Source: an optimization exercise on an open RTL-to-GDS flow (aim: small area, a short achievable clock period and few clock cycles per item). Production flows keep margins and buffers that such runs may drop.
Where RTL was checked, it was by simulation tests only, not by an equivalence proof against the original.
No functional check of the RTL was part of runs 3 to 6.
No activity file was given, so power comes from the tool's default toggle rates.

## flow/design.v

```verilog
module par_engine (
    input  wire         clk,
    input  wire         rst_n,
    input  wire         in_valid,
    output wire         in_ready,
    input  wire         in_first,
    input  wire         in_last,
    input  wire [1:0]   in_kind,      
    input  wire [3:0]   in_sheet,
    input  wire [127:0] in_data,
    input  wire [1:0]   cfg_nerase,
    input  wire [3:0]   cfg_sx,
    input  wire [3:0]   cfg_sy,
    output reg          out_valid,
    input  wire         out_ready,
    output reg  [127:0] out_a,
    output reg  [127:0] out_b,
    output reg          out_lost
);
    function [7:0] xtime;
        input [7:0] a;
        xtime = {a[6:0], 1'b0} ^ (a[7] ? 8'h1D : 8'h00);
    endfunction
    function [7:0] gf_mul;
        input [7:0] a;
        input [7:0] b;
        integer i;
        reg [7:0] p, aa;
        begin
            p  = 8'h00;
            aa = a;
            for (i = 0; i < 8; i = i + 1) begin
                if (b[i]) p = p ^ aa;
                aa = xtime(aa);
            end
            gf_mul = p;
        end
    endfunction
    localparam [127:0]  W_TAB  = 128'h261387CDE8743A1D8040201008040201;
    localparam [127:0]  K1_TAB = 128'h2C58B07DFAE9CF831B366CD8AD478E01;
    localparam [2047:0] K2_TAB = 2048'h00C382B4A868A0A946177A403339608AC3009B19754DD05D4F8C2EF4806672C0829B002B32EA9ABDBA9E055CF51DCCE4B4192B005664C9296769210AB8F73A85A875325600ACC88F52CED242146DF374684DEA64AC00458D03A481B98428DAFBA0D09AC9C845008A0706551F6F1550A9A95DBD298F8D8A00090E0CAA3EDE2AA0464FBA675203070900121C18497CA154178C9E69CEA4060E120024383092F85F7A2E0521D281550C1C240048706039ED40F45C0A42B91FAA1838480090E0C0723380F5B814846F3E49307090003DDD9D39661DF76D2815DE7C9260E03D007AA76072CC3AF3DA502AA1F839C0DD7A00F48AC0E48574FBA9A0545FED729DA7F400;
    function [7:0] gf_w;
        input [3:0] s;
        gf_w = W_TAB[8*s +: 8];
    endfunction
    function [7:0] gf_k;
        input [1:0] n;
        input [3:0] sx;
        input [3:0] sy;
        begin
            if (n == 2'd0)      gf_k = 8'h01;
            else if (n == 2'd1) gf_k = K1_TAB[8*sx +: 8];
            else                gf_k = K2_TAB[8*{sx, sy} +: 8];
        end
    endfunction
    reg          s1_v;
    reg          s1_first;
    reg          s1_last;
    reg  [1:0]   s1_kind;
    reg  [3:0]   s1_sheet;
    reg  [127:0] s1_d;
    reg  [1:0]   g_n;
    reg  [3:0]   g_sx;
    reg  [3:0]   g_sy;
    reg          ready_r;
    assign in_ready = ready_r;
    wire take = in_valid && ready_r;
    always @(posedge clk) begin
        s1_v     <= rst_n && take;
        s1_first <= in_first;
        s1_last  <= in_last;
        s1_kind  <= in_kind;
        s1_sheet <= in_sheet;
        s1_d     <= in_data;
        if (take && in_first) begin
            g_n  <= cfg_nerase;
            g_sx <= cfg_sx;
            g_sy <= cfg_sy;
        end
    end
    wire       n0 = (g_n == 2'd0);
    wire       n2 = g_n[1];
    wire [7:0] y  = n2 ? gf_w(g_sy) : 8'h00;
    reg [7:0] v;
    always @(*) begin
        case (s1_kind)
            2'd0:    v = gf_w(s1_sheet) ^ y;
            2'd1:    v = y;
            2'd2:    v = {7'd0, !n0};
            default: v = 8'h00;
        endcase
    end
    wire [7:0] coef = gf_mul(gf_k(g_n, g_sx, g_sy), v);
    reg          s2_v;
    reg          s2_last;
    reg          s2_clr;      
    reg          s2_binc;     
    reg          s2_p;
    reg          s2_q;
    reg  [1:0]   s2_n;
    reg  [7:0]   s2_c;
    reg  [127:0] s2_d;
    always @(posedge clk) begin
        s2_v    <= rst_n && s1_v;
        s2_last <= s1_last;
        s2_clr  <= s1_v && s1_first;
        s2_binc <= s1_v && (s1_kind == 2'd0 || (s1_kind == 2'd1 && !n0));
        s2_p    <= s1_v && (s1_kind == 2'd1);
        s2_q    <= s1_v && (s1_kind == 2'd2);
        s2_n    <= g_n;
        s2_c    <= s1_v ? coef : 8'd0;
        s2_d    <= s1_d;
    end
    reg  [127:0] acc_a;
    reg  [127:0] acc_b;
    reg          g_sp;
    reg          g_sq;
    reg          a_done;      
    reg [63:0] cols;
    integer j;
    always @(*) begin
        cols[7:0] = s2_c;
        for (j = 1; j < 8; j = j + 1)
            cols[8*j +: 8] = xtime(cols[8*(j-1) +: 8]);
    end
    reg [127:0] nxt_a;
    reg [127:0] nxt_b;
    integer l, b;
    always @(*) begin
        for (l = 0; l < 16; l = l + 1) begin
            nxt_a[8*l +: 8] = s2_clr ? 8'h00 : acc_a[8*l +: 8];
            for (b = 0; b < 8; b = b + 1)
                if (s2_d[8*l + b]) nxt_a[8*l +: 8] = nxt_a[8*l +: 8] ^ cols[8*b +: 8];
        end
        nxt_b = (s2_clr ? 128'd0 : acc_b) ^ (s2_binc ? s2_d : 128'd0);
    end
    wire nxt_sp = (!s2_clr && g_sp) || s2_p;
    wire nxt_sq = (!s2_clr && g_sq) || s2_q;
    wire r_n0 = (s2_n == 2'd0);
    wire r_n1 = (s2_n == 2'd1);
    wire r_n2 = s2_n[1];
    wire res_lost = r_n1 ? !(nxt_sp || nxt_sq) : r_n2 ? !(nxt_sp && nxt_sq) : 1'b0;
    wire a_from_b = r_n0 || (r_n1 && nxt_sp);
    wire [127:0] res_a = res_lost ? 128'd0 : (a_from_b ? nxt_b : nxt_a);
    wire [127:0] res_b = (res_lost || r_n1) ? 128'd0 : r_n0 ? nxt_a : (nxt_a ^ nxt_b);
    wire fin      = (s2_v && s2_last) || a_done;
    wire out_free = !out_valid;
    wire out_load = fin && out_free;
    wire n_s1last = take && in_last;
    wire n_fin    = (s1_v && s1_last) || (fin && !out_free);
    wire n_ov     = out_load || (out_valid && !out_ready);
    wire n_ready  = !((n_s1last || (n_fin && n_ov)) && (n_fin || n_ov));
    always @(posedge clk) begin
        acc_a <= nxt_a;
        acc_b <= nxt_b;
        g_sp  <= nxt_sp;
        g_sq  <= nxt_sq;
        if (out_load) begin
            out_a    <= res_a;
            out_b    <= res_b;
            out_lost <= res_lost;
        end
        if (!rst_n) begin
            a_done    <= 1'b0;
            out_valid <= 1'b0;
            ready_r   <= 1'b1;
        end else begin
            a_done    <= fin && !out_free;
            out_valid <= n_ov;
            ready_r   <= n_ready;
        end
    end
endmodule
```

## flow/config.mk

```make
export PLATFORM = sky130hd
export DESIGN_NAME = par_engine
export DESIGN_NICKNAME = par_engine
export VERILOG_FILES = /design/flow/design.v
export SDC_FILE = /design/flow/constraint.sdc
export NUM_CORES = 4
export LEC_CHECK = 0
export CAP_MARGIN = 20
export CORE_MARGIN = 2
export CORE_UTILIZATION = 55
export CTS_BUF_LIST = sky130_fd_sc_hd__clkbuf_16
export CTS_CLUSTER_DIAMETER = 100
export CTS_CLUSTER_SIZE = 24
export GPL_TIMING_DRIVEN = 1
export SLEW_MARGIN = 20
```

## flow/standard.sh

```bash
#!/bin/bash
# synth_recipe.tcl (not shown) runs the flow's synth.tcl, then flattens the netlist and writes it again
# the make line also repeats each setting of config.mk as NAME=value (left out here)
make -C /OpenROAD-flow-scripts/flow DESIGN_CONFIG=/design/flow/config.mk WORK_HOME=/design/flow/orfs CLKGATE_MAP_FILE= SYNTH_SCRIPT=/design/flow/synth_recipe.tcl "${@:-finish}"
```

## flow/flow/run.sh

```bash
#!/bin/bash
set -euo pipefail
export BUFFER_PORTS_ARGS="-buffer_cell sky130_fd_sc_hd__buf_1"
bash standard.sh > flow.log 2>&1
```

## flow/constraint.sdc

```tcl
create_clock -name core_clock -period 22.0 [get_ports {clk}]
set_input_delay 4.4000 -clock core_clock [delete_from_list [all_inputs] [get_ports {clk}]]
set_output_delay 4.4000 -clock core_clock [all_outputs]
set_load 0.01 [all_outputs]
```

==> metrics.csv, run 1 <==
stage,metric,value,unit
synth,yosysWarnings,1,
pwr,p_leak,18.5,nW
placed_design,port-buffer-count,408,
critical_path,worst_setup_path_end_kind,output pin,
cts,ctsHoldBuffers,0,
synth,yosysTopAreaCell,dfxtp_1,
cts,tritoncts,built,
detailed_routing,vias,36900,
critical_path,cpPeakStageDelay,0.49,ns
critical_path,required,17.60,ns
global_route,grt_pass1_vias,34600,
detailed_routing,drt_first_pass_iters,8,
critical_path,rr_endpoint,s2_c[4]$_SDFF_PN0_,
critical_path,critPathBufInv,1,
global_route,antenna_found_initial,1,
synth,yosysMostFrequentCell,nand2_1,
timing,fin_tns_setup,0,ns
critical_path,r2r_start,g_sy[2]$_DFFE_PP_,
cts,post_cts_buffers,0,
timing,finalHoldViolCount,0,
placed_design,place_inst,6547,
die,die_area,86000,sq um
critical_path,r2r_cells,14,
placed_design,gp_congestion,0.984,
cts,clockBufferDepth,3,
detailed_routing,routedWlPerCell,22.1,um
critical_path,worstPathCellList,buf_1,
synth,yosys_most_used_dff,dfxtp_1,
synth,syn_area,46000,sq um
pwr,power,7.12,mW
cts,clk_latency,0.64,ns
synth,synth.distinct_cells,97,
critical_path,worstSetupPathType,flop to output pin,
timing,fmax,0.175,GHz
timing,grt_setup_unrepaired,false,
cells_and_area,multi_input_area,24700,sq um
die,core,83300,sq um
synth,netlist.area_leader.share,0.236,
critical_path,crit_fanout,1,
cts,htreeDepth,2,
die,die_w,293,um
timing,finalCriticalPeriod,5.71,ns
synth,postSynthNetCount,5593,
critical_path,crit_family,flip-flops,
synth,ys_ff_latch,809,
critical_path,start_kind,flop,
worst_hold_path,hp-class,flop to flop,
cts,clk_pin_slew,0.10,ns
detailed_routing,antenna_left,0,
critical_path,endpoint,out_a[122],
cells_and_area,final_cell_count_no_fill,6623,
cells_and_area,diodes,0,
synth,synthTopCellsByCount,"1389 x nand2_1, 1034 x xnor2_1, 542 x dfxtp_1, 363 x nor2_1, 303 x clkbuf_1",
timing,tightest_slew,1.10,ns
cells_and_area,num-fill-cells,7566,
cells_and_area,final_nets,5685,
detailed_routing,drc_errors,0,
die,ios,409,
cells_and_area,drive_gt1_frac,0.0453,
detailed_routing,dr.first_iter.drc_count,3500,
cts,cts_sinks,809,
timing,relSlewSlack,0.263,
detailed_routing,drt-total-wl,146000,um
synth,synth.area.top_cells,"dfxtp_1 24%, xnor2_1 20%, edfxtp_1 17%, nand2_1 11%, xor2_1 5.2%",
global_route,grt_max_degree,86,
die,fp.dieH,293,um
timing,finClkSkew,0.0309,ns
die,start_util,0.553,
critical_path,critical_path_depth,1,
timing,setup_viol,0,
critical_path,regToRegSetupSlack,16.80,ns
synth,async_flop_share,0,
placed_design,dp_hpwl,94300,um
cts,cts_inserted_buffers,42,
cells_and_area,ff_latch_area,18900,sq um
timing,timing.final.crit_share,0.259,
critical_path,arrival,1.31,ns
critical_path,crit_start,out_a[122]$_SDFFCE_PP0P_,
global_route,grt_pass1_wl,219000,um
global_route,grtUsageTotal,0.331,
synth,netlist_instances,5419,
run_status,status,no timing/DRC/antenna violations,
run,cap_violations,0,
cells_and_area,area_growth,7.19,%
critical_path,slowest_stage,edfxtp_1,
timing,drv_slew,0,
cts,cts_resized,0,
synth,syn_avg_cell_area,8.49,sq um
synth,synth_edf_count,267,
synth,synth_seq_area_share,0.410,
pwr,powerDensity,144,nW/um^2
die,rows,106,
global_route,gr-total-overflow,0,
cts,cts_root_buf,clkbuf_16,
detailed_routing,avgViaCountPerCell,5.58,
pwr,ir_drop,0.118,mV
## cells by family after synthesis
kind of cell | count (synthesis) | share of synthesized area
AOI/OAI and AO/OA | 556 | 0.0797
xor gates and xnor gates | 1324 | 0.256
adders and majority gates | 25 | 0.00674
buffers and inverters | 694 | 0.0604
DFF | 809 | 0.410
muxes | 75 | 0.0197
and+or+nand+nor | 1936 | 0.168
## worst min-delay path by stage
stage               cells after the start           endpoint  slack [ns]              start
finish                                  0   s2_d[26]$_DFF_P_        0.32   s1_d[26]$_DFF_P_
global route                            0   s2_d[26]$_DFF_P_        0.33   s1_d[26]$_DFF_P_
CTS                                     0   s2_d[26]$_DFF_P_        0.32   s1_d[26]$_DFF_P_
detailed placement                      0    s2_d[0]$_DFF_P_        0.31    s1_d[0]$_DFF_P_
global placement                        0  s2_d[113]$_DFF_P_        0.31  s1_d[113]$_DFF_P_
floorplan                               0    s2_d[0]$_DFF_P_        0.31    s1_d[0]$_DFF_P_
## placed cells by master, fill, tap and decap left out, types with 8 or more instances in the layout
cell / n
xor2_1: 262
xnor2_2: 10
inv_1: 291
dfxtp_1: 532
o22ai_1: 134
buf_4: 56
nand3_1: 12
clkbuf_16: 45
a211oi_1: 12
mux2i_1: 15
mux2_2: 52
a31oi_1: 12
nor2b_1: 43
ha_1: 24
and2_1: 13
a21o_1: 10
nand2b_1: 39
o311ai_0: 9
a22oi_1: 67
o221ai_1: 9
nand2_1: 1388
o32ai_1: 8
o211ai_1: 20
a21oi_1: 73
nor3_1: 23
nor2_1: 362
xnor2_1: 1027
edfxtp_1: 267
xor2_4: 14
buf_1: 408
o21ai_0: 122
## per-stage QoR
step / hold WS, ns / util / instance area (sq um) / setup WS [ns]
global route: 0.334 / 0.592 / 49300 / 16.27
floorplan: 0.310 / - / 46000 / 8.99
detailed placement: 0.312 / 0.576 / 48000 / 16.52
global placement: 0.310 / 0.576 / 48000 / 16.52
CTS: 0.322 / 0.592 / 49300 / 16.25
finish: 0.318 / 0.592 / 49300 / 16.29
## cell type report
cell class | instances | area share
Tap cell | 1080 | 0.0274
Timing Repair Buffer | 465 | 0.0399
Sequential cell | 809 | 0.383
Multi-Input combinational cell | 3916 | 0.501
Clock buffer | 45 | 0.0228
Clock inverter | 31 | 0.00439
Inverter | 277 | 0.0212
## state kept, by name (all words and copies together), names as in the netlist, 2 cells and up
| signal | flops |
|---|---|
| acc_a | 128 |
| acc_b | 128 |
| g_n | 2 |
| g_sx | 4 |
| g_sy | 4 |
| out_a | 128 |
| out_b | 128 |
| s1_d | 128 |
| s1_kind | 2 |
| s1_sheet | 4 |
| s2_c | 8 |
| s2_d | 128 |
| s2_n | 2 |
## metal layers
metal / part of all wire / track usage / up-vias
met1: 0.43 / 0.462 / 17800
met2: 0.46 / 0.528 / 1578
li1: - / - / 17300
met3: 0.075 / 0.0402 / 289
met5: 0.00011 / 0 / -
met4: 0.039 / 0.122 / 2
## where the power goes
part	internal (mW)	total, mW	switching (mW)
Clock	0.394	0.917	0.523
Sequential	1.90	2.05	0.152
Combinational	1.69	4.15	2.46
Total	3.99	7.12	3.13
Testbench counts, summed over its fixed seeds: cycles 24,088, items 3,200.
==> inputs of run 2 (changes only) <==
--- a/flow/design.v
+++ b/flow/design.v
@@ -112,7 +112,8 @@
         s2_d    <= s1_d;
     end
     reg  [127:0] acc_a;
-    reg  [127:0] acc_b;
+    reg  [127:0] acc_b_n;
+    wire [127:0] acc_b = ~acc_b_n;
     reg          g_sp;
     reg          g_sq;
     reg          a_done;      
@@ -152,7 +153,7 @@
     wire n_ready  = !((n_s1last || (n_fin && n_ov)) && (n_fin || n_ov));
     always @(posedge clk) begin
         acc_a <= nxt_a;
-        acc_b <= nxt_b;
+        acc_b_n <= ~nxt_b;
         g_sp  <= nxt_sp;
         g_sq  <= nxt_sq;
         if (out_load) begin
--- a/flow/config.mk
+++ b/flow/config.mk
@@ -11,5 +11,4 @@
 export CTS_BUF_LIST = sky130_fd_sc_hd__clkbuf_16
 export CTS_CLUSTER_DIAMETER = 100
 export CTS_CLUSTER_SIZE = 24
-export GPL_TIMING_DRIVEN = 1
 export SLEW_MARGIN = 20
==> run 2 against run 1 <==
Net effect:
- maximum frequency fell by 0.16%
- critical path depth unchanged
- cell area fell by 0.72%
- non-clock buffer count is 3 lower
- combinational power is 3% lower
- via count down 0.49%
- sequential power about the same
- worst setup slack worse by 0.0090 ns
- register-to-register slack got worse by 0.15 ns
- total power down 2.4%
- highest routed layer unchanged
- global-route usage shrank 0.32 points
- synthesized cell count fell by 0.98%
==> metrics.csv, run 2 <==
stage,metric,value,unit,change
synth,yosysMostFrequentCell,nand2_1,,
cells_and_area,final_cell_mix,"1261 x nand2_1, 912 x xnor2_1, 532 x dfxtp_1",,
critical_path,crit_family,flip-flops,,
synth,synth-compound-area-share,0.0819,,+0.00219
pwr,ir_drop,0.0955,mV,-19%
timing,fin_tns_setup,0,ns,unchanged
synth,postSynthNetCount,5540,,-0.95%
global_route,grtUsageTotal,0.328,,-0.00320
critical_path,crit_fanout,1,,unchanged
global_route,grt_max_degree,86,,unchanged
critical_path,arrival,1.31,ns,about the same
cts,clk_pin_slew,0.10,ns,about the same
cells_and_area,area_growth,7.12,%,about the same
cells_and_area,fin_util,0.596,,+0.00326
timing,hold_slack,0.311,ns,-0.00737 ns
placed_design,place_ws,16.65,ns,+0.135 ns
synth,netlist_instances,5366,,-0.98%
synth,synth_top_family_by_area,XOR/XNOR gates,,
pwr,p_leak,17.8,nW,-3.7%
synth,synth-xor-area-share,0.256,,about the same
cts,cts_root_buf,clkbuf_16,,
global_route,antenna_found_initial,3,,+2
synth,yosys.area_share.adder,0.00678,,+0.0000441
die,fp.dieH,292,um,-0.32%
synth,yosysTopAreaCell,dfxtp_1,,
die,rows,105,,-0.94%
cts,cts_resized,0,,unchanged
placed_design,dp_hpwl,91600,um,-2.8%
pwr,powerDensity,142,nW/um^2,-1.7%
cts,clockBufferDepth,3,,unchanged
critical_path,critPathBufInv,1,,unchanged
timing,finClkSkew,0.0403,ns,+0.00936 ns
synth,synth.distinct_cells,91,,-6.2%
synth,synthTopCellsByCount,"1262 x nand2_1, 921 x xnor2_1, 542 x dfxtp_1, 531 x nor2_1, 392 x xor2_1",,
detailed_routing,dr.first_iter.drc_count,3620,,+3.4%
synth,syn_avg_cell_area,8.52,sq um,+0.33%
synth,synth_simple_gate_area_frac,0.172,,+0.00424
critical_path,cpPeakStageDelay,0.50,ns,about the same
detailed_routing,routedWlPerCell,21.9,um,-0.73%
detailed_routing,drc_errors,0,,unchanged
cts,cts_inserted_buffers,43,,+2.4%
cells_and_area,layout_commonest_cell,nand2_1,,
detailed_routing,drt-total-wl,143000,um,-1.8%
cells_and_area,drive_gt1_frac,0.0391,,-0.00622
synth,ys_ff_latch,809,,unchanged
placed_design,port-buffer-count,408,,unchanged
synth,synth.area.top_cells,"dfxtp_1 24%, xnor2_1 18%, edfxtp_1 18%, nand2_1 10%, xor2_1 7.5%",,
detailed_routing,avgViaCountPerCell,5.61,,+0.62%
timing,tightest_slew,1.18,ns,+0.0724 ns
critical_path,start_kind,flop,,
cts,post_cts_buffers,0,,unchanged
global_route,grt_pass1_wl,218000,um,-0.65%
cells_and_area,final_nets,5619,,-1.2%
pwr,power,6.95,mW,-2.4%
die,core,82200,sq um,-1.3%
die,ios,409,,unchanged
detailed_routing,vias,36700,,-0.49%
global_route,grt_pass1_vias,34800,,+0.63%
run,cap_violations,0,,unchanged
timing,timing.final.crit_share,0.260,,+0.000409
timing,fmax,0.175,GHz,-0.16%
detailed_routing,antenna_left,0,,unchanged
synth,synthMuxAreaShare,0.0197,,about the same
placed_design,gp_congestion,0.962,,-2.2%
timing,finalHoldViolCount,0,,unchanged
synth,yosys_most_used_dff,dfxtp_1,,
detailed_routing,highest_layer,met5,,
detailed_routing,dr_wl_met2,66300,um,-0.57%
cts,ctsHoldBuffers,0,,unchanged
timing,relSlewSlack,0.214,,-0.0495
synth,yosysWarnings,1,,unchanged
die,die_area,85500,sq um,-0.64%
detailed_routing,routedLengthMet1,61200,um,-2.3%
worst_hold_path,hp-class,flop to flop,,
detailed_routing,drt_first_pass_iters,6,,-2
run_status,status,no timing/DRC/antenna violations,,
synth,async_flop_share,0,,unchanged
timing,drv_slew,0,,unchanged
timing,worst_slack,16.29,ns,-0.00900 ns
critical_path,worstSetupPathType,flop to output pin,,
cts,htreeDepth,2,,unchanged
global_route,gr-total-overflow,0,,unchanged
synth,syn_area,45700,sq um,-0.65%
critical_path,worst_setup_path_end_kind,output pin,,
timing,grt_setup_unrepaired,false,,
detailed_routing,route.met3.wl,11300,um,+2.6%
synth,netlist.area_leader.share,0.237,,+0.00154
die,die_w,292,um,-0.32%
synth,synth_seq_area_share,0.413,,+0.00268
synth,synth_edf_count,267,,unchanged
cts,tritoncts,built,,
cts,clk_latency,0.63,ns,about the same
cts,cts_sinks,809,,unchanged
critical_path,required,17.60,ns,about the same
critical_path,worstPathCellList,buf_1,,
timing,setup_viol,0,,unchanged
die,start_util,0.556,,+0.00341
timing,finalCriticalPeriod,5.71,ns,+0.00900 ns
critical_path,slowest_stage,edfxtp_1,,
run 2: metal layers:
layer / vias to the layer above / GRT usage
met2: 1592 / 0.534
li1: 17300 / -
met5: - / 0
met4: 4 / 0.102
met3: 267 / 0.0423
met1: 17600 / 0.455
run 2: cell families after synthesis:
logic type               after synthesis
adder cells (fa/ha/maj)               25
buffers and inverters                585
AND/OR/NAND/NOR                     1979
flip-flops                           809
multiplexers                          77
XOR/XNOR                            1324
AO/OA/AOI/OAI                        567
run 2: path summary, 6_finish.rpt:
check	startpoint	end	slack, ns	cells past startpoint
hold / removal	s1_d[117]$_DFF_P_	s2_d[117]$_DFF_P_	0.31	0
setup / recovery	out_b[4]$_SDFFCE_PP0P_	out_b[4]	16.29	1
setup reg to reg	g_sy[2]$_DFFE_PP_	s2_c[3]$_SDFF_PN0_	16.65	14
hold reg to reg	s1_d[117]$_DFF_P_	s2_d[117]$_DFF_P_	0.31	0
run 2: stage by stage:
step | std cells | instance area [sq um]
finish | 6550 | 49000
global route | 6548 | 49000
CTS | 6548 | 49000
detailed placement | 6470 | 47700
global placement | 6470 | 47700
floorplan | 5366 | 45700
run 2: power by group:
part / total, mW / switching, mW / internal (mW)
clock network: 0.891 / 0.514 / 0.377
logic: 4.02 / 2.40 / 1.62
registers: 2.05 / 0.145 / 1.90
total: 6.95 / 3.05 / 3.90
run 2: final cells by class:
type                    count  area, sq um
clock buffers              44         1100
clock inverters            34          216
fillers                  7461        33300
repair buffers            462         1940
multi-input cells        3972        24900
inverters                 157          597
well taps                1070         1340
flip-flops and latches    809        18900
diodes                      2         5.00
Testbench counts of run 2, summed over its fixed seeds: cycles 24,088, items 3,200.
==> inputs of run 3 (changes only) <==
--- a/flow/design.v
+++ b/flow/design.v
@@ -111,8 +111,9 @@
         s2_c    <= s1_v ? coef : 8'd0;
         s2_d    <= s1_d;
     end
-    reg  [127:0] acc_a;
+    reg  [127:0] acc_a_n;
     reg  [127:0] acc_b_n;
+    wire [127:0] acc_a = ~acc_a_n;
     wire [127:0] acc_b = ~acc_b_n;
     reg          g_sp;
     reg          g_sq;
@@ -152,7 +153,7 @@
     wire n_ov     = out_load || (out_valid && !out_ready);
     wire n_ready  = !((n_s1last || (n_fin && n_ov)) && (n_fin || n_ov));
     always @(posedge clk) begin
-        acc_a <= nxt_a;
+        acc_a_n <= ~nxt_a;
         acc_b_n <= ~nxt_b;
         g_sp  <= nxt_sp;
         g_sq  <= nxt_sq;
==> run 3 against run 2 <==
Net effect:
- critical endpoint is now out_b[107]$_SDFFCE_PP0P_
- first-iteration DRC count is 8.7% higher
- clock power increased by 3.6%
- sequential cell count did not move
- area after synthesis down 1.7%
- largest power group unchanged
- hold slack gained 0.0095 ns
==> metrics.csv, run 3 <==
stage,metric,value,unit,change
cells_and_area,area_growth,7.27,%,
placed_design,placed_area,46800,sq um,-1.7%
die,die_area,84000,sq um,-1.7%
detailed_routing,antenna_left,0,,unchanged
cells_and_area,design_area,48200,sq um,-1.6%
critical_path,worst_setup_path_end_kind,flop,,
timing,timing.final.crit_share,0.271,,+0.0117
die,die_w,290,um,-0.84%
timing,relSlewSlack,0.275,,+0.0609
critical_path,required,22.36,ns,+4.76 ns
die,rows,104,,-0.95%
detailed_routing,drt-total-wl,147000,um,+2.5%
cells_and_area,num-fill-cells,7192,,-3.6%
timing,finalCriticalPeriod,5.97,ns,+0.258 ns
synth,yosysMostFrequentCell,nand2_1,,
worst_hold_path,min_path_cells,0,,unchanged
cts,clk_pin_slew,0.11,ns,about the same
global_route,grt_max_degree,85,,-1.2%
timing,grt_setup_unrepaired,false,,
die,ios,409,,unchanged
run,cap_violations,0,,unchanged
placed_design,port-buffer-count,408,,unchanged
timing,tightest_slew,1.09,ns,-0.0895 ns
cts,cts_resized,0,,unchanged
global_route,grt_pass1_wl,222000,um,+2.0%
synth,synth_edf_count,267,,unchanged
worst_hold_path,hold_end,s2_d[63]$_DFF_P_,,
critical_path,rr_endpoint,out_b[107]$_SDFFCE_PP0P_,,
critical_path,arrival,6.33,ns,+5.02 ns
timing,finClkSkew,0.0320,ns,-0.00828 ns
timing,finalHoldViolCount,0,,unchanged
synth,synth.area.top_cells,"dfxtp_1 24%, edfxtp_1 18%, xnor2_1 16%, nand2_1 9.6%, xor2_1 9.4%",,
cells_and_area,multi_input_area,24600,sq um,-1.1%
global_route,grt_pass1_vias,34700,,-0.45%
cts,cts_sinks,809,,unchanged
timing,fmax,0.167,GHz,-4.3%
worst_hold_path,hp-start,s1_d[63]$_DFF_P_,,
placed_design,gp_congestion,1.02,,+5.9%
cells_and_area,ff_latch_area,18900,sq um,about the same
cts,ctsHoldBuffers,0,,unchanged
critical_path,regToRegSetupSlack,16.03,ns,-0.62 ns
critical_path,worstSetupPathType,flop to flop,,
cts,clockBufferDepth,3,,unchanged
critical_path,crit_fanout,54,,+53
cells_and_area,final_cell_mix,"1144 x nand2_1, 807 x xnor2_1, 620 x nor2_1",,
synth,syn_avg_cell_area,8.65,sq um,+1.5%
global_route,grtUsageTotal,0.340,,+0.0126
detailed_routing,drc_errors,0,,unchanged
placed_design,dp_hpwl,93400,um,+2.0%
synth,ys_ff_latch,809,,unchanged
die,core,80700,sq um,-1.9%
critical_path,r2r_cells,12,,-2
synth,syn_area,45000,sq um,-1.7%
timing,setup_viol,0,,unchanged
synth,yosys_most_used_dff,dfxtp_1,,
detailed_routing,drt_first_pass_iters,6,,unchanged
run_status,status,no timing/DRC/antenna violations,,
cts,post_cts_buffers,0,,unchanged
pwr,powerDensity,138,nW/um^2,-3.0%
critical_path,r2r_start,s2_c[7]$_SDFF_PN0_,,
cts,cts_inserted_buffers,43,,unchanged
detailed_routing,routedWlPerCell,23.1,um,+5.4%
synth,netlist_instances,5195,,-3.2%
timing,fin_tns_setup,0,ns,unchanged
synth,synth_seq_area_share,0.420,,+0.00714
synth,yosysWarnings,1,,unchanged
cts,htreeDepth,2,,unchanged
detailed_routing,vias,36400,,-0.81%
global_route,antenna_found_initial,7,,+4
synth,synthTopCellsByCount,"1146 x nand2_1, 813 x xnor2_1, 621 x nor2_1, 542 x dfxtp_1, 480 x xor2_1",,
worst_hold_path,hp-class,flop to flop,,
cts,tritoncts,built,,
cts,cts_root_buf,clkbuf_16,,
cells_and_area,layout_commonest_cell,nand2_1,,
cells_and_area,final_nets,5448,,-3.0%
synth,synth.distinct_cells,90,,-1.1%
global_route,gr-total-overflow,0,,unchanged
synth,netlist.area_leader.share,0.241,,+0.00411
cells_and_area,diodes,0,,-2
cells_and_area,drive_gt1_frac,0.0375,,-0.00158
cts,clk_latency,0.64,ns,about the same
detailed_routing,avgViaCountPerCell,5.72,,+2.0%
die,fp.dieH,290,um,-0.84%
critical_path,start_kind,flop,,
synth,yosysTopAreaCell,dfxtp_1,,
pwr,ir_drop,0.0952,mV,-0.28%
timing,hold_slack,0.320,ns,+0.00946 ns
pwr,p_leak,16.9,nW,-5.2%
die,start_util,0.557,,+0.00113
synth,async_flop_share,0,,unchanged
detailed_routing,dr.first_iter.drc_count,3935,,+8.7%
synth,postSynthNetCount,5369,,-3.1%
timing,drv_slew,0,,unchanged
-- run 3: changes by cell type after synthesis, moves of 11 or more --
cell	delta
mux2i_1	-28
xnor2_1	-108
inv_1	-132
xor2_1	+88
nor2b_1	-17
nand2b_1	+18
a32oi_1	+11
nor2_1	+90
nand2_1	-116
a21oi_1	+15
mux2_2	-12
-- run 3: layout make-up --
cell class,count,area share
clock buffers,46,0.0239
flip-flops and latches,809,0.392
well taps,1060,0.0275
multi-input cells,3938,0.511
clock inverters,34,0.00470
inverters,23,0.00179
repair buffers,459,0.0397
-- run 3: kinds of logic after synthesis --
logic type,synth area share
flops,0.420
buf+inv,0.0398
compound gates,0.0871
fa+ha+maj,0.00712
mux,0.00776
xor+xnor,0.262
simple gates,0.177
-- run 3: stage by stage --
| step | util | power, mW | std cells | setup WS [ns] |
|---|---|---|---|---|
| CTS | 0.598 | 6.64 | 6369 | 16.22 |
| detailed placement | 0.581 | 5.71 | 6289 | 16.28 |
| global placement | 0.581 | 5.65 | 6289 | 16.42 |
| finish | 0.598 | 6.64 | 6369 | 16.03 |
| floorplan | - | 4.89 | 5195 | 8.99 |
| global route | 0.598 | 7.05 | 6369 | 15.83 |
-- run 3: how the worst max path moves through the flow --
stage / endpoint / depth (start not counted) / startpoint / slack [ns]
2_1_floorplan: ready_r$_SDFF_PN1_ / 4 / s2_v$_DFF_P_ / 8.99
3_3_place_gp: out_b[124]$_SDFFCE_PP0P_ / 12 / s2_c[7]$_SDFF_PN0_ / 16.42
3_5_place_dp: out_b[124]$_SDFFCE_PP0P_ / 12 / s2_c[7]$_SDFF_PN0_ / 16.28
4_1_cts: out_b[114] / 1 / out_b[114]$_SDFFCE_PP0P_ / 16.22
5_1_grt: out_b[107]$_SDFFCE_PP0P_ / 12 / s2_c[7]$_SDFF_PN0_ / 15.83
6_report: out_b[107]$_SDFFCE_PP0P_ / 12 / s2_c[7]$_SDFF_PN0_ / 16.03
-- run 3: where the power goes --
| group | total [mW] | leakage, nW | switching [mW] | internal [mW] |
|---|---|---|---|---|
| registers | 2.05 | 7.05 | 0.149 | 1.90 |
| logic | 3.66 | 9.06 | 2.14 | 1.53 |
| clock network | 0.923 | 0.760 | 0.529 | 0.394 |
| total | 6.64 | 16.9 | 2.81 | 3.82 |
-- run 3: worst max-delay path: stages (launching register included) --
cell and delay [ns]:
dfxtp_4 0.94, nand2b_2 0.72, nand2_4 0.80, buf_4 0.61, xor2_1 0.53, xnor2_2 0.22
buf_4 0.39, nand2_1 0.11, xnor2_1 0.23, xnor2_1 0.10, xnor2_1 0.65, xor2_1 0.21
nor2_1 0.05
-- run 3: layer usage --
| layer | global-route usage | share of wire |
|---|---|---|
| met1 | 0.464 | 0.42 |
| met2 | 0.555 | 0.46 |
| met3 | 0.0488 | 0.084 |
| met4 | 0.117 | 0.038 |
| met5 | 0 | 0.00047 |
==> inputs of run 4 (changes only) <==
--- a/flow/config.mk
+++ b/flow/config.mk
@@ -11,4 +11,5 @@
 export CTS_BUF_LIST = sky130_fd_sc_hd__clkbuf_16
 export CTS_CLUSTER_DIAMETER = 100
 export CTS_CLUSTER_SIZE = 24
+export GPL_TIMING_DRIVEN = 1
 export SLEW_MARGIN = 20
==> run 4 against run 3 <==
Net effect:
- cell count did not move
- routed wire length unchanged
- register-to-register slack about the same
- critical path type unchanged
- clock skew stayed put
- non-clock buffer count unchanged
- total power is the same
- hold slack did not move
- cell area unchanged
- via count did not move
- worst setup slack stayed put
- still clean on timing, DRC and antenna
- sequential share of layout area is the same
==> metrics.csv, run 4 <==
stage,metric,value,unit,change
critical_path,regToRegSetupSlack,16.03,ns,about the same
cells_and_area,fin_util,0.598,,unchanged
synth,netlist_instances,5195,,unchanged
critical_path,rr_endpoint,out_b[107]$_SDFFCE_PP0P_,,
critical_path,crit_fanout,54,,unchanged
cells_and_area,diodes,0,,unchanged
synth,synth_seq_area_share,0.420,,unchanged
synth,syn_avg_cell_area,8.65,sq um,unchanged
cts,clk_pin_slew,0.11,ns,about the same
placed_design,place_ws,16.28,ns,unchanged
synth,yosysTopAreaCell,dfxtp_1,,
run_status,status,no timing/DRC/antenna violations,,
detailed_routing,routedWlPerCell,23.1,um,unchanged
timing,fin_tns_setup,0,ns,unchanged
synth,synth_edf_count,267,,unchanged
synth,synth.area.top_cells,"dfxtp_1 24%, edfxtp_1 18%, xnor2_1 16%, nand2_1 9.6%, xor2_1 9.4%",,
pwr,p_leak,16.9,nW,unchanged
die,fp.dieH,290,um,unchanged
cts,post_cts_buffers,0,,unchanged
synth,netlist.area_leader.share,0.241,,unchanged
timing,drv_slew,0,,unchanged
critical_path,start_kind,flop,,
cts,tritoncts,built,,
pwr,power,6.64,mW,unchanged
detailed_routing,drt_first_pass_iters,6,,unchanged
global_route,antenna_found_initial,7,,unchanged
cells_and_area,final_cell_mix,"1144 x nand2_1, 807 x xnor2_1, 620 x nor2_1",,
cells_and_area,final_nets,5448,,unchanged
die,ios,409,,unchanged
cts,cts_inserted_buffers,43,,unchanged
die,rows,104,,unchanged
cts,clockBufferDepth,3,,unchanged
critical_path,required,22.36,ns,about the same
synth,synthTopCellsByCount,"1146 x nand2_1, 813 x xnor2_1, 621 x nor2_1, 542 x dfxtp_1, 480 x xor2_1",,
detailed_routing,vias,36400,,unchanged
critical_path,r2r_start,s2_c[7]$_SDFF_PN0_,,
worst_hold_path,hp-class,flop to flop,,
timing,timing.final.crit_share,0.271,,unchanged
cts,cts_root_buf,clkbuf_16,,
synth,yosys_most_used_dff,dfxtp_1,,
die,core,80700,sq um,unchanged
cts,cts_sinks,809,,unchanged
cells_and_area,area_growth,7.27,%,unchanged
run,cap_violations,0,,unchanged
critical_path,crit_start,s2_c[7]$_SDFF_PN0_,,
synth,synth.distinct_cells,90,,unchanged
timing,tightest_slew,1.09,ns,unchanged
detailed_routing,drc_errors,0,,unchanged
die,start_util,0.557,,unchanged
die,die_area,84000,sq um,unchanged
cts,ctsHoldBuffers,0,,unchanged
critical_path,endpoint,out_b[107]$_SDFFCE_PP0P_,,
cts,htreeDepth,2,,unchanged
detailed_routing,drt-total-wl,147000,um,unchanged
global_route,grtUsageTotal,0.340,,unchanged
cells_and_area,drive_gt1_frac,0.0375,,unchanged
timing,setup_viol,0,,unchanged
cts,cts_resized,0,,unchanged
timing,worst_slack,16.03,ns,unchanged
timing,fmax,0.167,GHz,unchanged
synth,yosysMostFrequentCell,nand2_1,,
global_route,grt_pass1_wl,222000,um,unchanged
synth,ys_ff_latch,809,,unchanged
global_route,grt_max_degree,85,,unchanged
critical_path,worstSetupPathType,flop to flop,,
synth,postSynthNetCount,5369,,unchanged
placed_design,place_inst,6289,,unchanged
cells_and_area,layout_commonest_cell,nand2_1,,
synth,syn_area,45000,sq um,unchanged
placed_design,gp_congestion,1.02,,unchanged
critical_path,arrival,6.33,ns,about the same
critical_path,r2r_cells,12,,unchanged
die,die_w,290,um,unchanged
detailed_routing,antenna_left,0,,unchanged
timing,finClkSkew,0.0320,ns,unchanged
global_route,gr-total-overflow,0,,unchanged
detailed_routing,avgViaCountPerCell,5.72,,unchanged
critical_path,worst_setup_path_end_kind,flop,,
placed_design,dp_hpwl,93400,um,unchanged
timing,finalCriticalPeriod,5.97,ns,unchanged
synth,yosysWarnings,1,,unchanged
timing,finalHoldViolCount,0,,unchanged
detailed_routing,dr.first_iter.drc_count,3935,,unchanged
synth,async_flop_share,0,,unchanged
placed_design,port-buffer-count,408,,unchanged
pwr,powerDensity,138,nW/um^2,unchanged
cells_and_area,final_cell_count_no_fill,6369,,unchanged
timing,grt_setup_unrepaired,false,,
timing,relSlewSlack,0.275,,unchanged
global_route,grt_pass1_vias,34700,,unchanged
cts,clk_latency,0.64,ns,about the same
pwr,ir_drop,0.0952,mV,unchanged
run 4: power breakdown:
group          internal (mW)  switching [mW]  leakage [nW]  total (mW)
combinational           1.53            2.14          9.06        3.66
clock                  0.394           0.529         0.760       0.923
sequential              1.90           0.149          7.05        2.05
run 4: layout make-up:
cell class                 count  area [sq um]
clock buffer                  46          1150
clock inverter                34           226
fill                        7192         32500
inverter                      23          86.3
multi-input combinational   3938         24600
sequential                   809         18900
tap                         1060          1330
timing repair buffer         459          1910
run 4: worst max-delay path, cell delays in order, from the launching register on:
cell	delay [ns]
dfxtp_4	0.94
nand2b_2	0.72
nand2_4	0.80
buf_4	0.61
xor2_1	0.53
xnor2_2	0.22
buf_4	0.39
nand2_1	0.11
xnor2_1	0.23
xnor2_1	0.10
xnor2_1	0.65
xor2_1	0.21
nor2_1	0.05
run 4: layer usage:
metal	global-route usage	up-vias	wire length, um
met2	0.555	1722	68000
met1	0.464	17500	61100
met3	0.0488	352	12300
li1	-	16900	-
met5	0	-	69
met4	0.117	10	5520
run 4: worst min-delay path by stage:
| stage | depth (start not counted) | endpoint | slack [ns] | startpoint |
|---|---|---|---|---|
| floorplan | 0 | s2_d[0]$_DFF_P_ | 0.31 | s1_d[0]$_DFF_P_ |
| global placement | 0 | s2_d[2]$_DFF_P_ | 0.31 | s1_d[2]$_DFF_P_ |
| detailed placement | 0 | s2_d[102]$_DFF_P_ | 0.31 | s1_d[102]$_DFF_P_ |
| CTS | 0 | s2_d[63]$_DFF_P_ | 0.32 | s1_d[63]$_DFF_P_ |
| global route | 0 | s2_d[1]$_DFF_P_ | 0.32 | s1_d[1]$_DFF_P_ |
| finish | 0 | s2_d[63]$_DFF_P_ | 0.32 | s1_d[63]$_DFF_P_ |
run 4: cell families after synthesis:
| group | synth area share |
|---|---|
| xor+xnor | 0.262 |
| fa+ha+maj | 0.00712 |
| compound gates | 0.0871 |
| mux | 0.00776 |
| simple gates | 0.177 |
| flops | 0.420 |
| buf+inv | 0.0398 |
run 4: through the flow:
step	hold slack, ns	area, sq um
2_1_floorplan	0.310	45000
3_3_place_gp	0.310	46800
3_5_place_dp	0.312	46800
4_1_cts	0.318	48200
5_1_grt	0.324	48200
6_report	0.320	48200
==> inputs of run 5 (changes only) <==
--- a/flow/config.mk
+++ b/flow/config.mk
@@ -7,9 +7,8 @@
 export LEC_CHECK = 0
 export CAP_MARGIN = 20
 export CORE_MARGIN = 2
-export CORE_UTILIZATION = 55
+export CORE_UTILIZATION = 50
 export CTS_BUF_LIST = sky130_fd_sc_hd__clkbuf_16
 export CTS_CLUSTER_DIAMETER = 100
 export CTS_CLUSTER_SIZE = 24
-export GPL_TIMING_DRIVEN = 1
 export SLEW_MARGIN = 20
==> run 5 against run 4 <==
Net effect:
- cell count rose by 1.6%
- sequential power about the same
- synthesized cell count unchanged
- worst setup slack got worse by 0.043 ns
- clock power shrank 5.5%
- largest power group unchanged
- cell area up 0.16%
- combinational power rose by 1%
- clock skew is 0.00085 ns lower
- still clean on timing, DRC and antenna
- via count fell by 0.72%
- global-route usage down 3.0 points
- critical path type unchanged
- maximum frequency is 0.71% lower
- critical path depth unchanged
- largest cell class unchanged
==> metrics.csv, run 5 <==
stage,metric,value,unit,change
cts,cts_root_buf,clkbuf_16,,
cts,ctsHoldBuffers,0,,unchanged
timing,finClkSkew,0.0312,ns,-0.000845 ns
synth,syn_area,45000,sq um,unchanged
synth,synth-xor-area-share,0.262,,unchanged
critical_path,slowest_stage,dfxtp_2,,
timing,drv_slew,0,,unchanged
cells_and_area,final_cell_mix,"1144 x nand2_1, 807 x xnor2_1, 620 x nor2_1",,
synth,synthTopCellsByCount,"1146 x nand2_1, 813 x xnor2_1, 621 x nor2_1, 542 x dfxtp_1, 480 x xor2_1",,
critical_path,crit_fanout,50,,-7.4%
synth,syn_avg_cell_area,8.65,sq um,unchanged
synth,netlist_instances,5195,,unchanged
cts,tritoncts,built,,
detailed_routing,antenna_left,0,,unchanged
timing,timing.final.crit_share,0.273,,+0.00194
cells_and_area,area_growth,7.44,%,
placed_design,dp_hpwl,92800,um,-0.71%
timing,finalCriticalPeriod,6.02,ns,+0.0426 ns
timing,finalHoldViolCount,0,,unchanged
detailed_routing,avgViaCountPerCell,5.59,,-2.3%
cts,clk_latency,0.64,ns,about the same
timing,fmax,0.166,GHz,-0.71%
run_status,status,no timing/DRC/antenna violations,,
synth,synth-compound-area-share,0.0871,,unchanged
synth,yosys.area_share.adder,0.00712,,unchanged
detailed_routing,drt-total-wl,147000,um,about the same
synth,netlist.area_leader.share,0.241,,unchanged
synth,ys_ff_latch,809,,unchanged
synth,async_flop_share,0,,unchanged
die,rows,109,,+4.8%
global_route,grt_max_degree,141,,+66%
synth,synth.area.top_cells,"dfxtp_1 24%, edfxtp_1 18%, xnor2_1 16%, nand2_1 9.6%, xor2_1 9.4%",,
detailed_routing,drc_errors,0,,unchanged
die,start_util,0.506,,-0.0509
synth,postSynthNetCount,5369,,unchanged
global_route,grt_pass1_vias,34700,,-0.0029%
critical_path,required,22.35,ns,about the same
cells_and_area,fin_util,0.544,,-0.0537
detailed_routing,routedWlPerCell,22.7,um,-1.7%
critical_path,crit_family,XOR/XNOR gates,,
critical_path,worstSetupPathType,flop to flop,,
timing,tightest_slew,1.10,ns,+0.0156 ns
pwr,p_leak,16.8,nW,-0.21%
critical_path,worst_setup_path_end_kind,flop,,
synth,synth_edf_count,267,,unchanged
cts,htreeDepth,2,,unchanged
synth,yosys_most_used_dff,dfxtp_1,,
detailed_routing,drt_first_pass_iters,6,,unchanged
die,ios,409,,unchanged
cells_and_area,drive_gt1_frac,0.0366,,-0.000921
critical_path,critPathBufInv,2,,unchanged
cts,cts_inserted_buffers,42,,-2.3%
cts,clockBufferDepth,3,,unchanged
placed_design,port-buffer-count,408,,unchanged
synth,yosysWarnings,1,,unchanged
critical_path,start_kind,flop,,
die,core,88800,sq um,+10%
synth,synth_simple_gate_area_frac,0.177,,unchanged
timing,grt_setup_unrepaired,false,,
critical_path,arrival,6.36,ns,+0.03 ns
cells_and_area,multi_input_area,24600,sq um,unchanged
die,fp.dieH,304,um,+4.8%
pwr,powerDensity,137,nW/um^2,-0.22%
critical_path,worstPathCellList,nand2b_2 -> nand2_4 -> buf_4 -> xor2_1 -> xnor2_4 -> buf_16 -> xor2_4 -> nand2_1 -> xor2_1 -> xnor2_1 -> xor2_1 -> nor2_1,,
die,die_area,92300,sq um,+9.9%
placed_design,gp_congestion,1.00,,-1.8%
global_route,grtUsageTotal,0.310,,-0.0305
global_route,antenna_found_initial,6,,-1
cts,post_cts_buffers,0,,unchanged
detailed_routing,dr.first_iter.drc_count,3576,,-9.1%
synth,synth_top_family_by_area,XOR/XNOR gates,,
synth,synth_seq_area_share,0.420,,unchanged
synth,synthMuxAreaShare,0.00776,,unchanged
die,die_w,304,um,+4.8%
cells_and_area,final_nets,5448,,unchanged
critical_path,path_common_cell,xor2_1,,
synth,synth.distinct_cells,90,,unchanged
pwr,ir_drop,0.0886,mV,-6.9%
detailed_routing,vias,36200,,-0.72%
global_route,grt_pass1_wl,222000,um,about the same
cells_and_area,layout_commonest_cell,nand2_1,,
cts,cts_resized,0,,unchanged
timing,fin_tns_setup,0,ns,unchanged
run,cap_violations,0,,unchanged
cts,clk_pin_slew,0.10,ns,about the same
cells_and_area,ff_latch_area,18900,sq um,unchanged
cells_and_area,diodes,0,,unchanged
critical_path,cpPeakStageDelay,1.02,ns,+0.08 ns
pwr,power,6.63,mW,about the same
cells_and_area,num-fill-cells,8272,,+15%
synth,yosysTopAreaCell,dfxtp_1,,
synth,yosysMostFrequentCell,nand2_1,,
cts,cts_sinks,809,,unchanged
global_route,gr-total-overflow,0,,unchanged
timing,relSlewSlack,0.264,,-0.0104
worst_hold_path,hp-class,flop to flop,,
timing,setup_viol,0,,unchanged
## run 5: cell counts after synthesis
No cell type changed its count.
## run 5: metal layers
layer  global-route usage  part of all wire  vias up  wire [um]
li1                     -                 -    16900          -
met1                0.431              0.43    17400      63000
met2                0.499              0.46     1615      67600
met3               0.0448             0.081      260      11900
met4               0.0963             0.030        4       4430
met5                    0           0.00014        -         21
## run 5: power breakdown
part / total [mW] / switching [mW] / internal (mW)
logic: 3.71 / 2.18 / 1.53
clock network: 0.872 / 0.512 / 0.360
registers: 2.05 / 0.143 / 1.90
total: 6.63 / 2.84 / 3.80
## run 5: area by class of cell
type,instances,area share
tap,1165,0.0302
clock buffer,42,0.0218
multi-input combinational,3938,0.510
inverter,23,0.00179
timing repair buffer,460,0.0410
clock inverter,34,0.00430
sequential,809,0.391
## run 5: final timing paths
path	start	to	slack, ns	depth (start not counted)
max	s2_c[3]$_SDFF_PN0_	out_b[124]$_SDFFCE_PP0P_	15.98	12
min	s1_d[8]$_DFF_P_	s2_d[8]$_DFF_P_	0.32	0
max reg2reg	s2_c[3]$_SDFF_PN0_	out_b[124]$_SDFFCE_PP0P_	15.98	12
min reg2reg	s1_d[8]$_DFF_P_	s2_d[8]$_DFF_P_	0.32	0
## run 5: cell families after synthesis
group                    after synthesis
AND/OR/NAND/NOR                     1980
XOR/XNOR                            1315
flip-flops                           809
AO/OA/AOI/OAI                        586
buffers and inverters                448
multiplexers                          31
adder cells (fa/ha/maj)               26
## run 5: through the flow
| stage | hold WS, ns | std cells | instance area [sq um] | worst slack (ns) |
|---|---|---|---|---|
| 6_report | 0.324 | 6471 | 48300 | 15.98 |
| 5_1_grt | 0.329 | 6471 | 48300 | 15.75 |
| 4_1_cts | 0.324 | 6471 | 48300 | 16.13 |
| 3_5_place_dp | 0.312 | 6395 | 47000 | 16.14 |
| 3_3_place_gp | 0.310 | 6394 | 47000 | 15.68 |
| 2_1_floorplan | 0.310 | 5195 | 45000 | 8.99 |
==> inputs of run 6 (changes only) <==
--- a/flow/config.mk
+++ b/flow/config.mk
@@ -7,8 +7,8 @@
 export LEC_CHECK = 0
 export CAP_MARGIN = 20
 export CORE_MARGIN = 2
-export CORE_UTILIZATION = 50
+export CORE_UTILIZATION = 60
 export CTS_BUF_LIST = sky130_fd_sc_hd__clkbuf_16
-export CTS_CLUSTER_DIAMETER = 100
-export CTS_CLUSTER_SIZE = 24
+export CTS_CLUSTER_DIAMETER = 80
+export CTS_CLUSTER_SIZE = 20
 export SLEW_MARGIN = 20
==> run 6 against run 5 <==
Net effect:
- sequential share of layout area is 0.11 points lower
- die area decreased by 16%
- largest power group unchanged
- area after synthesis did not move
- worst setup slack gained 0.22 ns
- critical endpoint is now out_a[2]
- combinational power hardly changed
==> metrics.csv, run 6 <==
stage,metric,value,unit,change
synth,netlist.area_leader.share,0.241,,unchanged
detailed_routing,dr.first_iter.drc_count,4123,,+15%
worst_hold_path,hp-class,flop to flop,,
placed_design,dp_hpwl,90000,um,-2.9%
cts,tritoncts,built,,
pwr,p_leak,17.0,nW,+1.1%
die,rows,100,,-8.3%
cells_and_area,diodes,0,,unchanged
critical_path,worst_setup_path_end_kind,output pin,,
global_route,grt_max_degree,165,,+17%
global_route,antenna_found_initial,0,,-6
timing,grt_setup_unrepaired,false,,
critical_path,critPathBufInv,1,,-1
critical_path,crit_fanout,1,,-98%
synth,synth.area.top_cells,"dfxtp_1 24%, edfxtp_1 18%, xnor2_1 16%, nand2_1 9.6%, xor2_1 9.4%",,
die,core,74300,sq um,-16%
timing,timing.final.crit_share,0.263,,-0.00997
critical_path,worstPathCellList,buf_1,,
cells_and_area,design_area,48400,sq um,+0.27%
critical_path,required,17.60,ns,-4.75 ns
die,die_w,278,um,-8.6%
cts,ctsHoldBuffers,0,,unchanged
synth,synth_seq_area_share,0.420,,unchanged
synth,yosysWarnings,1,,unchanged
placed_design,gp_congestion,1.03,,+2.8%
die,die_area,77100,sq um,-16%
cts,clk_latency,0.66,ns,+0.02 ns
die,ios,409,,unchanged
placed_design,placed_area,46700,sq um,-0.71%
timing,finClkSkew,0.0385,ns,+0.00736 ns
run,cap_violations,0,,unchanged
timing,finalCriticalPeriod,5.80,ns,-0.219 ns
detailed_routing,drt_first_pass_iters,6,,unchanged
cells_and_area,area_growth,7.73,%,
cells_and_area,layout_commonest_cell,nand2_1,,
critical_path,arrival,1.40,ns,-4.96 ns
pwr,powerDensity,140,nW/um^2,+2.2%
detailed_routing,drt-total-wl,142000,um,-3.3%
cells_and_area,multi_input_area,24600,sq um,about the same
die,fp.dieH,278,um,-8.6%
synth,postSynthNetCount,5369,,unchanged
cells_and_area,num-fill-cells,6263,,-24%
cells_and_area,ff_latch_area,18900,sq um,unchanged
timing,finalHoldViolCount,0,,unchanged
synth,ys_ff_latch,809,,unchanged
cts,cts_sinks,809,,unchanged
critical_path,cpPeakStageDelay,0.40,ns,-0.62 ns
global_route,grtUsageTotal,0.358,,+0.0479
critical_path,worstSetupPathType,flop to output pin,,
cts,cts_inserted_buffers,54,,+29%
cells_and_area,final_cell_mix,"1144 x nand2_1, 807 x xnor2_1, 620 x nor2_1",,
synth,yosysTopAreaCell,dfxtp_1,,
cts,cts_resized,0,,unchanged
critical_path,crit_family,buffers and inverters,,
pwr,power,6.80,mW,+2.4%
cells_and_area,fin_util,0.652,,+0.108
synth,synthTopCellsByCount,"1146 x nand2_1, 813 x xnor2_1, 621 x nor2_1, 542 x dfxtp_1, 480 x xor2_1",,
synth,netlist_instances,5195,,unchanged
placed_design,port-buffer-count,408,,unchanged
critical_path,slowest_stage,buf_1,,
cells_and_area,drive_gt1_frac,0.0398,,+0.00327
synth,yosys_most_used_dff,dfxtp_1,,
cts,htreeDepth,2,,unchanged
run_status,status,no timing/DRC/antenna violations,,
detailed_routing,drc_errors,0,,unchanged
detailed_routing,vias,36600,,+1.1%
synth,async_flop_share,0,,unchanged
pwr,ir_drop,0.0952,mV,+7.5%
global_route,gr-total-overflow,0,,unchanged
global_route,grt_pass1_wl,214000,um,-3.6%
detailed_routing,avgViaCountPerCell,5.81,,+4.0%
timing,relSlewSlack,0.236,,-0.0280
detailed_routing,antenna_left,0,,unchanged
global_route,grt_pass1_vias,34900,,+0.64%
critical_path,start_kind,flop,,
timing,tightest_slew,1.15,ns,+0.0420 ns
detailed_routing,routedWlPerCell,22.6,um,-0.57%
synth,syn_area,45000,sq um,unchanged
synth,syn_avg_cell_area,8.65,sq um,unchanged
cts,clk_pin_slew,0.09,ns,about the same
die,start_util,0.605,,+0.0985
cells_and_area,final_nets,5453,,+0.092%
synth,synth_edf_count,267,,unchanged
critical_path,regToRegSetupSlack,16.44,ns,+0.46 ns
cts,clockBufferDepth,3,,unchanged
synth,yosysMostFrequentCell,nand2_1,,
timing,setup_viol,0,,unchanged
timing,fmax,0.173,GHz,+3.8%
cts,post_cts_buffers,0,,unchanged
timing,fin_tns_setup,0,ns,unchanged
cts,cts_root_buf,clkbuf_16,,
timing,drv_slew,0,,unchanged
synth,synth.distinct_cells,90,,unchanged
==> run 6: cell counts after synthesis <==
Identical to the previous run, type by type.
==> run 6: cell type report <==
class                      instances  area share
clock inverter                    43     0.00646
timing repair buffer             453      0.0393
tap                              969      0.0250
inverter                          23     0.00178
clock buffer                      56      0.0289
sequential                       809       0.390
multi-input combinational       3938       0.508
==> run 6: metal layers <==
layer  part of all wire  GRT usage
met1               0.41      0.481
met2               0.46      0.568
met3              0.095     0.0668
met4              0.042      0.149
met5                  0          0
==> run 6: final timing paths <==
kind                     startpoint                       end  cells after the start
max          out_a[2]$_SDFFCE_PP0P_                  out_a[2]                      1
min                 s1_d[8]$_DFF_P_           s2_d[8]$_DFF_P_                      0
max reg2reg      s2_c[7]$_SDFF_PN0_  out_b[115]$_SDFFCE_PP0P_                      9
min reg2reg         s1_d[8]$_DFF_P_           s2_d[8]$_DFF_P_                      0
==> run 6: power breakdown <==
part / leakage [nW] / internal, mW / switching, mW / total [mW]
Combinational: 9.04 / 1.53 / 2.17 / 3.71
Clock: 0.926 / 0.479 / 0.561 / 1.04
Sequential: 7.05 / 1.90 / 0.147 / 2.05
Total: 17.0 / 3.92 / 2.88 / 6.80
==> run 6: logic make-up (layout without fill, tap and decap cells) <==
group                    after synthesis  after routing  synth area share
AND/OR/NAND/NOR                     1980           1980             0.177
XOR/XNOR                            1315           1315             0.262
multiplexers                          31             31           0.00776
flip-flops                           809            809             0.420
AO/OA/AOI/OAI                        586            586            0.0871
adder cells (fa/ha/maj)               26             26           0.00712
buffers and inverters                448            575            0.0398
==> run 6: through the flow <==
stage | instances | setup slack (ns) | hold slack, ns
detailed placement | 6192 | 16.59 | 0.312
global route | 6291 | 16.15 | 0.330
global placement | 6191 | 16.55 | 0.310
finish | 6291 | 16.20 | 0.312
floorplan | 5195 | 8.99 | 0.310
CTS | 6291 | 16.20 | 0.305
==> inputs of run 7 (changes only) <==
--- a/flow/design.v
+++ b/flow/design.v
@@ -111,10 +111,8 @@
         s2_c    <= s1_v ? coef : 8'd0;
         s2_d    <= s1_d;
     end
-    reg  [127:0] acc_a_n;
-    reg  [127:0] acc_b_n;
-    wire [127:0] acc_a = ~acc_a_n;
-    wire [127:0] acc_b = ~acc_b_n;
+    reg  [127:0] acc_a;
+    reg  [127:0] acc_b;
     reg          g_sp;
     reg          g_sq;
     reg          a_done;      
@@ -153,8 +151,8 @@
     wire n_ov     = out_load || (out_valid && !out_ready);
     wire n_ready  = !((n_s1last || (n_fin && n_ov)) && (n_fin || n_ov));
     always @(posedge clk) begin
-        acc_a_n <= ~nxt_a;
-        acc_b_n <= ~nxt_b;
+        acc_a <= nxt_a;
+        acc_b <= nxt_b;
         g_sp  <= nxt_sp;
         g_sq  <= nxt_sq;
         if (out_load) begin
==> run 7 against run 6 <==
Net effect:
- cell count rose by 4.7%
- critical path depth unchanged
- cell area increased by 2.2%
- die area increased by 2.4%
- largest power group unchanged
- global-route usage is 0.30 points lower
- maximum frequency increased by 1.4%
- routed wire length up 0.66%
- clock power shrank 4%
==> metrics.csv, run 7 <==
stage,metric,value,unit,change
run,cap_violations,0,,unchanged
cts,clk_pin_slew,0.09,ns,about the same
cts,cts_sinks,809,,unchanged
synth,synth.distinct_cells,97,,+7.8%
timing,finClkSkew,0.0256,ns,-0.0130 ns
synth,synth.area.top_cells,"dfxtp_1 24%, xnor2_1 20%, edfxtp_1 17%, nand2_1 11%, xor2_1 5.2%",,
cts,clk_latency,0.65,ns,about the same
critical_path,crit_start,out_a[3]$_SDFFCE_PP0P_,,
timing,drv_slew,0,,unchanged
synth,synth_seq_area_share,0.410,,-0.00982
detailed_routing,drt_first_pass_iters,6,,unchanged
synth,netlist.area_leader.share,0.236,,-0.00565
critical_path,worst_setup_path_end_kind,output pin,,
die,start_util,0.606,,+0.00122
synth,yosys_most_used_dff,dfxtp_1,,
synth,ys_ff_latch,809,,unchanged
timing,relSlewSlack,0.212,,-0.0248
synth,synth-compound-area-share,0.0797,,-0.00739
synth,syn_area,46000,sq um,+2.4%
detailed_routing,drc_errors,0,,unchanged
detailed_routing,dr.first_iter.drc_count,3818,,-7.4%
cells_and_area,final_cell_mix,"1388 x nand2_1, 1027 x xnor2_1, 532 x dfxtp_1",,
die,rows,101,,+1.0%
placed_design,port-buffer-count,408,,unchanged
placed_design,gp_congestion,0.996,,-3.2%
pwr,power,7.20,mW,+6.0%
critical_path,cpPeakStageDelay,0.50,ns,+0.10 ns
global_route,antenna_found_initial,1,,+1
synth,yosysTopAreaCell,dfxtp_1,,
cells_and_area,area_growth,7.54,%,
synth,yosys.area_share.adder,0.00674,,-0.000384
pwr,p_leak,18.6,nW,+9.4%
placed_design,place_ws,16.61,ns,+0.0212 ns
critical_path,critPathBufInv,1,,unchanged
cts,cts_resized,0,,unchanged
die,ios,409,,unchanged
cts,ctsHoldBuffers,0,,unchanged
run_status,status,no timing/DRC/antenna violations,,
synth,yosysMostFrequentCell,nand2_1,,
synth,synth_simple_gate_area_frac,0.168,,-0.00889
die,die_area,79000,sq um,+2.4%
cts,htreeDepth,2,,unchanged
worst_hold_path,hp-start,s1_d[13]$_DFF_P_,,
synth,synth_edf_count,267,,unchanged
detailed_routing,antenna_left,0,,unchanged
worst_hold_path,hp-class,flop to flop,,
critical_path,slowest_stage,edfxtp_1,,
critical_path,r2r_start,s2_c[7]$_SDFF_PN0_,,
global_route,grt_max_degree,120,,-27%
synth,synth_top_family_by_area,XOR/XNOR gates,,
die,die_w,281,um,+1.2%
global_route,grt_pass1_vias,35200,,+0.99%
critical_path,crit_family,flip-flops,,
timing,grt_setup_unrepaired,false,,
critical_path,required,17.60,ns,about the same
global_route,grt_pass1_wl,215000,um,+0.60%
synth,synth-xor-area-share,0.256,,-0.00596
detailed_routing,drt-total-wl,143000,um,+0.66%
detailed_routing,vias,37500,,+2.6%
critical_path,worstSetupPathType,flop to output pin,,
timing,fin_tns_setup,0,ns,unchanged
cts,cts_inserted_buffers,52,,-3.7%
global_route,grtUsageTotal,0.355,,-0.00304
synth,postSynthNetCount,5593,,+4.2%
cells_and_area,layout_commonest_cell,nand2_1,,
cts,clockBufferDepth,3,,unchanged
timing,finalCriticalPeriod,5.72,ns,-0.0777 ns
timing,timing.final.crit_share,0.260,,-0.00353
synth,netlist_instances,5419,,+4.3%
synth,synthMuxAreaShare,0.0197,,+0.0119
die,core,75900,sq um,+2.2%
cells_and_area,final_nets,5687,,+4.3%
timing,setup_viol,0,,unchanged
timing,fmax,0.175,GHz,+1.4%
timing,finalHoldViolCount,0,,unchanged
synth,yosysWarnings,1,,unchanged
critical_path,start_kind,flop,,
synth,async_flop_share,0,,unchanged
die,fp.dieH,281,um,+1.2%
global_route,gr-total-overflow,0,,unchanged
pwr,powerDensity,146,nW/um^2,+3.7%
cts,cts_root_buf,clkbuf_16,,
cells_and_area,diodes,0,,unchanged
critical_path,worstPathCellList,buf_1,,
detailed_routing,routedWlPerCell,21.7,um,-3.8%
critical_path,arrival,1.32,ns,-0.08 ns
cts,post_cts_buffers,0,,unchanged
placed_design,dp_hpwl,91100,um,+1.1%
timing,tightest_slew,1.18,ns,+0.0314 ns
critical_path,crit_fanout,1,,unchanged
timing,worst_slack,16.28,ns,+0.0777 ns
cells_and_area,drive_gt1_frac,0.0461,,+0.00624
synth,synthTopCellsByCount,"1389 x nand2_1, 1034 x xnor2_1, 542 x dfxtp_1, 363 x nor2_1, 303 x clkbuf_1",,
detailed_routing,avgViaCountPerCell,5.70,,-2.0%
synth,syn_avg_cell_area,8.49,sq um,-1.8%
pwr,ir_drop,0.0993,mV,+4.3%
cts,tritoncts,built,,
[run 7: cell types whose count changed after synthesis, moves of 18 or more]
cell      before   now
nor2_1       621   363
nand2_1     1146  1389
mux2_2        21    52
xor2_1       480   274
a21oi_1      105    73
clkbuf_1     330   303
inv_1         21   270
a22oi_1       43    67
xnor2_1      813  1034
nor2b_1       26    44
[run 7: cell families after synthesis]
family | Yosys count
flip-flops | 809
multiplexers | 75
adder cells (fa/ha/maj) | 25
buffers and inverters | 694
AND/OR/NAND/NOR | 1936
AO/OA/AOI/OAI | 556
XOR/XNOR | 1324
[run 7: worst register-to-register path, delay by kind of cell, from the launching register on]
family | cells | cell delay [ns]
XOR/XNOR | 4 | 2.34
flip-flops | 1 | 0.60
buffers and inverters | 1 | 0.76
AND/OR/NAND/NOR | 4 | 1.32
[run 7: where the power goes]
| part | switching [mW] | internal, mW | leakage (nW) |
|---|---|---|---|
| Sequential | 0.140 | 1.90 | 7.04 |
| Combinational | 2.47 | 1.69 | 10.7 |
| Clock | 0.545 | 0.453 | 0.899 |
| Total | 3.16 | 4.05 | 18.6 |
[run 7: metal layers]
metal  part of all wire  wire length, um  global-route usage
met1               0.41            58400               0.483
met2               0.46            65700               0.570
met3              0.088            12600              0.0452
met4              0.043             6190               0.148
met5           0.000091               13                   0
[run 7: path summary, 6_finish.rpt]
kind	end	slack, ns	cells past startpoint
worst max-delay path	out_a[3]	16.28	1
worst min-delay path	s2_d[13]$_DFF_P_	0.33	0
worst max register to register	out_b[91]$_SDFFCE_PP0P_	16.72	9
worst min register to register	s2_d[13]$_DFF_P_	0.33	0
[run 7: area by class of cell]
cell class / instances / area (sq um)
fillers: 6448 / 26400
multi-input cells: 3916 / 24700
flip-flops and latches: 809 / 18900
repair buffers: 457 / 1910
clock buffers: 53 / 1330
well taps: 1030 / 1290
inverters: 277 / 1050
clock inverters: 44 / 294
[run 7: metrics by stage]
step | cell area, sq um | hold WS, ns | instances | utilization
after floorplan | 46000 | 0.310 | 5419 | -
after global placement | 47900 | 0.310 | 6489 | 0.630
after detailed placement | 47900 | 0.312 | 6489 | 0.630
after CTS | 49500 | 0.327 | 6586 | 0.652
after global routing | 49500 | 0.330 | 6586 | 0.652
final | 49500 | 0.326 | 6586 | 0.652
Testbench counts of run 7, summed over its fixed seeds: cycles 24,088, items 3,200.

[static timing again, ports no longer ideal]
No port has a modelled driver above. Below, the same layouts with a new extraction and two added sets of constraints. Step 1: set_driving_cell puts a clkbuf_16 on clk and a buf_2 on each other input, an assumption about the parent block. Step 2 also shifts input and output timing later by t, the mid clock arrival at the registers, as if the neighbouring blocks saw the same clock. Three values: ideal, step 1, step 2; two values: the first two.
run	shift t [ns]	slack for setup (ns)	clock arrival spread, ns	worst slew at a driven data input, ns	cell pins on the clock port's net
run 1	0.697	16.295 / 16.224 / 16.531	0.036 / 0.036	0.07	1
run 2	0.675	16.286 / 16.219 / 16.651	0.046 / 0.046	0.10	1
run 3	0.698	16.027 / 16.027 / 16.027	0.033 / 0.034	0.08	1
run 4	0.698	16.027 / 16.027 / 16.027	0.033 / 0.034	0.08	1
run 5	0.689	15.985 / 15.985 / 15.985	0.032 / 0.033	0.08	1
run 6	0.718	16.204 / 16.131 / 16.441	0.039 / 0.040	0.05	1
run 7	0.705	16.282 / 16.212 / 16.597	0.032 / 0.032	0.06	1
After both steps setup and hold are still met in every run listed.
